Source: an optimization exercise on an open RTL-to-GDS flow (aim: small area and a short achievable clock period). Production flows keep margins and buffers that such runs may drop. At most, simulation tests tie the RTL to the original design; equivalence was not proved.

==> module hdr_merge, before the edit <==
module hdr_merge (
    input  wire        clk,
    input  wire        rst,         
    input  wire        in_valid,
    input  wire        depth,       
    input  wire [1:0]  nexp,        
    input  wire [11:0] code_l,
    input  wire        cg_l,
    input  wire [11:0] code_m,
    input  wire        cg_m,
    input  wire [11:0] code_s,
    input  wire        cg_s,
    input  wire [15:0] dark_l,      
    input  wire [15:0] dark_m,
    input  wire [15:0] dark_s,
    input  wire [31:0] ratio_m,     
    input  wire [31:0] ratio_s,     
    output reg         out_valid,
    output reg  [23:0] lin,
    output reg  [1:0]  lin_src      
);
    wire [18:0] x_l, x_m, x_s;
    hdr_diff u_diff_l (.depth(depth), .code(code_l), .cg(cg_l), .dark(dark_l), .x(x_l));
    hdr_diff u_diff_m (.depth(depth), .code(code_m), .cg(cg_m), .dark(dark_m), .x(x_m));
    hdr_diff u_diff_s (.depth(depth), .code(code_s), .cg(cg_s), .dark(dark_s), .x(x_s));
    wire hi_l = cg_l & ~x_l[18] & (x_l[17] | x_l[16] | (&x_l[15:13]));
    wire hi_m = cg_m & ~x_m[18] & (x_m[17] | x_m[16] | (&x_m[15:13]));
    wire use_l = (nexp[1] == 1'b0) | ~hi_l;
    wire use_m = ~use_l & (nexp == 2'd3) & ~hi_m;
    reg        r1_valid;
    reg [18:0] r1_x;
    reg        r1_cg;
    reg [31:0] r1_ratio;
    reg [1:0]  r1_src;
    always @(posedge clk) begin
        if (rst) r1_valid <= 1'b0;
        else     r1_valid <= in_valid;
        r1_x     <= use_l ? x_l  : use_m ? x_m  : x_s;
        r1_cg    <= use_l ? cg_l : use_m ? cg_m : cg_s;
        r1_ratio <= use_l ? 32'h0001_0000 : use_m ? ratio_m : ratio_s;
        r1_src   <= use_l ? 2'd0 : use_m ? 2'd1 : 2'd2;
    end
    wire [14:0] xq = r1_cg ? r1_x[15:1] : r1_x[18:4];
    wire [14:0] v  = r1_x[18] ? 15'd0 : (r1_cg & (|r1_x[17:16])) ? 15'h7FFF : xq;
    wire [23:0] ca, cb;
    wire        c16, z0, z1;
    hdr_csa u_csa (.v(v), .ratio(r1_ratio), .ca(ca), .cb(cb), .c16(c16), .z0(z0), .z1(z1));
    wire [23:0] p = ca ^ cb;
    wire [23:0] g = {ca[23:1] & cb[23:1], (ca[0] & cb[0]) | (p[0] & c16)};
    wire        g24, p24;
    hdr_carry u_carry (.p(p), .g({g[23:1], ca[0] & cb[0]}), .go(g24), .po(p24));
    reg        r2_valid;
    reg [23:0] r2_p, r2_g;
    reg        r2_c, r2_g24, r2_p24, r2_z0, r2_z1;
    always @(posedge clk) begin
        if (rst) r2_valid <= 1'b0;
        else     r2_valid <= r1_valid;
        r2_p    <= p;
        r2_g    <= g;
        r2_c    <= c16;
        r2_g24  <= g24;
        r2_p24  <= p24;
        r2_z0   <= z0;
        r2_z1   <= z1;
    end
    wire [23:0] cy;
    hdr_prefix u_prefix (.p(r2_p), .g(r2_g), .c(cy));
    wire [23:0] sum = r2_p ^ {cy[22:0], r2_c};
    wire        c40 = r2_g24 | (r2_p24 & r2_c);
    wire        sat = ~(c40 ? r2_z1 : r2_z0);
    always @(*) begin
        out_valid = r2_valid;
        lin       = sat ? 24'hFFFFFF : sum;
    end
    always @(posedge clk) lin_src <= r1_src;
endmodule
export LEC_CHECK = 0
export CAP_MARGIN = 20
export CORE_MARGIN = 2
export CORE_UTILIZATION = 50
export SLEW_MARGIN = 20
create_clock -name core_clock -period 13.0 [get_ports {clk}]
standard.sh (not shown) runs the stock make flow with config.mk's settings and CLKGATE_MAP_FILE= SYNTH_SCRIPT=/design/flow/synth_recipe.tcl, a recipe that flattens the netlist after the stock synthesis.
==> flow/flow/run.sh <==
#!/bin/bash
set -euo pipefail
MARGIN=7
PORTBUF=sky130_fd_sc_hd__buf_1
POLFIX=1
R=orfs/results/$FLOW_PLATFORM/hdr_merge/base
LIB=$FLOW_HOME/platforms/$FLOW_PLATFORM/lib/sky130_fd_sc_hd__tt_025C_1v80.lib
KNOBS=("SETUP_SLACK_MARGIN=$MARGIN" "BUFFER_PORTS_ARGS=-buffer_cell $PORTBUF")

bash standard.sh synth "${KNOBS[@]}" > synth.log 2>&1
if [[ $POLFIX == 1 ]]; then
  cp $R/1_2_yosys.v 1_2_yosys_standard.v
  python3 flow/polfix.py 1_2_yosys_standard.v polfix.v "$LIB" > polfix.log 2>&1
  cp polfix.v $R/1_2_yosys.v
  rm -f $R/1_synth.odb
  bash standard.sh synth "${KNOBS[@]}" > synth_odb.log 2>&1
fi
bash standard.sh finish "${KNOBS[@]}" > finish.log 2>&1
Other scripts of this flow, unchanged in this note and not shown: flow/flow/polfix.py
==> next run, changes <==
--- a/flow/design.v
+++ b/flow/design.v
@@ -50,7 +50,9 @@
     wire        g24, p24;
     hdr_carry u_carry (.p(p), .g({g[23:1], ca[0] & cb[0]}), .go(g24), .po(p24));
+    wire        c40 = g24 | (p24 & c16);
+    wire        sat_d = ~(c40 ? z1 : z0);
     reg        r2_valid;
     reg [23:0] r2_p, r2_g;
-    reg        r2_c, r2_g24, r2_p24, r2_z0, r2_z1;
+    reg        r2_c, r2_sat;
     always @(posedge clk) begin
         if (rst) r2_valid <= 1'b0;
@@ -59,17 +61,12 @@
         r2_g    <= g;
         r2_c    <= c16;
-        r2_g24  <= g24;
-        r2_p24  <= p24;
-        r2_z0   <= z0;
-        r2_z1   <= z1;
+        r2_sat  <= sat_d;
     end
     wire [23:0] cy;
     hdr_prefix u_prefix (.p(r2_p), .g(r2_g), .c(cy));
     wire [23:0] sum = r2_p ^ {cy[22:0], r2_c};
-    wire        c40 = r2_g24 | (r2_p24 & r2_c);
-    wire        sat = ~(c40 ? r2_z1 : r2_z0);
     always @(*) begin
         out_valid = r2_valid;
-        lin       = sat ? 24'hFFFFFF : sum;
+        lin       = r2_sat ? 24'hFFFFFF : sum;
     end
     always @(posedge clk) lin_src <= r1_src;
Outcome: Routed wire length increases by 6.2%. Worst hold slack gets worse by 0.0044 ns. Final cell count went up by 2.2%. Area after synthesis came out lower by 1.1%. Sequential cell count goes down by 3. Utilization went up by 3.6 points. Cell area increases by 4.3%. Setup slack gets worse by 0.23 ns. Count of clock-buffer cells in the layout is unchanged. Global-route usage goes up by 1.9 points. Critical path depth went up by 11.
Function not checked in the second run of this note: the RTL went through the layout flow alone.

---

hdr_merge again, from the RTL that the note above started with.
// hdr_merge
module hdr_merge (
    input  wire        clk,
    input  wire        rst,         
    input  wire        in_valid,
    input  wire        depth,       
    input  wire [1:0]  nexp,        
    input  wire [11:0] code_l,
    input  wire        cg_l,
    input  wire [11:0] code_m,
    input  wire        cg_m,
    input  wire [11:0] code_s,
    input  wire        cg_s,
    input  wire [15:0] dark_l,      
    input  wire [15:0] dark_m,
    input  wire [15:0] dark_s,
    input  wire [31:0] ratio_m,     
    input  wire [31:0] ratio_s,     
    output reg         out_valid,
    output reg  [23:0] lin,
    output reg  [1:0]  lin_src      
);
==> module hdr_diff, before the edit <==
module hdr_diff (
    input  wire        depth,
    input  wire [11:0] code,
    input  wire        cg,
    input  wire [15:0] dark,
    output wire [18:0] x
);
    wire [17:0] code16 = depth ? {code, 6'd0} : {2'd0, code, 4'd0};
    wire [17:0] a      = {code16[17:4], cg ? 4'd1 : 4'd8};
    assign x = {1'b0, a} - {3'b000, dark};
endmodule
clock: 13.0 ns
lec_check: 0
cap_margin: 20
core_margin: 2
core_utilization: 50
slew_margin: 20
==> flow/flow/run.sh <==
#!/bin/bash
set -euo pipefail
MARGIN=7.25
PORTBUF=sky130_fd_sc_hd__buf_1
POLFIX=1
R=orfs/results/$FLOW_PLATFORM/hdr_merge/base
LIB=$FLOW_HOME/platforms/$FLOW_PLATFORM/lib/sky130_fd_sc_hd__tt_025C_1v80.lib
KNOBS=("SETUP_SLACK_MARGIN=$MARGIN" "BUFFER_PORTS_ARGS=-buffer_cell $PORTBUF")

bash standard.sh synth "${KNOBS[@]}" > synth.log 2>&1
if [[ $POLFIX == 1 ]]; then
  cp $R/1_2_yosys.v 1_2_yosys_standard.v
  python3 flow/polfix.py 1_2_yosys_standard.v polfix.v "$LIB" > polfix.log 2>&1
  cp polfix.v $R/1_2_yosys.v
  rm -f $R/1_synth.odb
  bash standard.sh synth "${KNOBS[@]}" > synth_odb.log 2>&1
fi
bash standard.sh finish "${KNOBS[@]}" > finish.log 2>&1
Other scripts of this flow, unchanged in this note and not shown: flow/flow/polfix.py
The starting point completed without violations.
Then changed:
--- a/flow/design.v
+++ b/flow/design.v
@@ -132,13 +132,14 @@
     input  wire        cg,
     input  wire [15:0] dark,
     output wire [18:0] x
 );
     wire [17:0] code16 = depth ? {code, 6'd0} : {2'd0, code, 4'd0};
     wire [17:0] a      = {code16[17:4], cg ? 4'd1 : 4'd8};
-    assign x = {1'b0, a} - {3'b000, dark};
+    wire [18:0] y      = {3'b000, dark} + ~{1'b0, a};
+    assign x = ~y;
 endmodule
 module hdr_csa (
     input  wire [14:0] v,
     input  wire [31:0] ratio,
     output wire [23:0] ca,
     output wire [23:0] cb,
Effect: The changed run ran to the end with no violations; final cell count stays flat; final area went up by about 4%; sequential share of layout area went down by 0.41 points; utilization went up by 3.5 points; clock skew went down by 0.0054 ns; global-route usage went up by 1.6 points; synthesized cell count went down by about 1%; via count went up by about 2.6%.
For the second run of this note, only the layout was checked, not whether the RTL still works.

## afterwards: timing with drivers on the ports
Ports are ideal in the flow. The routed layouts listed here were re-timed in OpenROAD. Step 1, drivers: a clkbuf_16 drives clk and a buf_2 each remaining input, both assumed. Step 2 adds t to the input delays and takes it off the output delays; t is the mean of the earliest and latest rising clock arrival at the registers after step 1. Input paths then give back, and output paths get back, about the clock's delay inside the block. Slacks: no drivers / after step 1 / after step 2; pairs: no drivers / after step 1.
| run | shift t [ns] | setup slack, ns | worst slew at a driven data input, ns |
|---|---|---|---|
| the first run of note 1 | 0.428 | 7.144 / 7.132 / 6.704 | 0.06 |
| the second run of note 1 | 0.424 | 6.916 / 6.916 / 6.577 | 0.13 |
| the first run of note 2 | 0.453 | 7.361 / 7.297 / 6.844 | 0.12 |
| the second run of note 2 | 0.441 | 6.960 / 6.960 / 6.921 | 0.06 |
After both steps setup and hold are still met in every run listed. For the first run of note 2, which loses most, drivers alone change the setup slack by -0.064 ns; drivers and shift together by -0.517 ns.
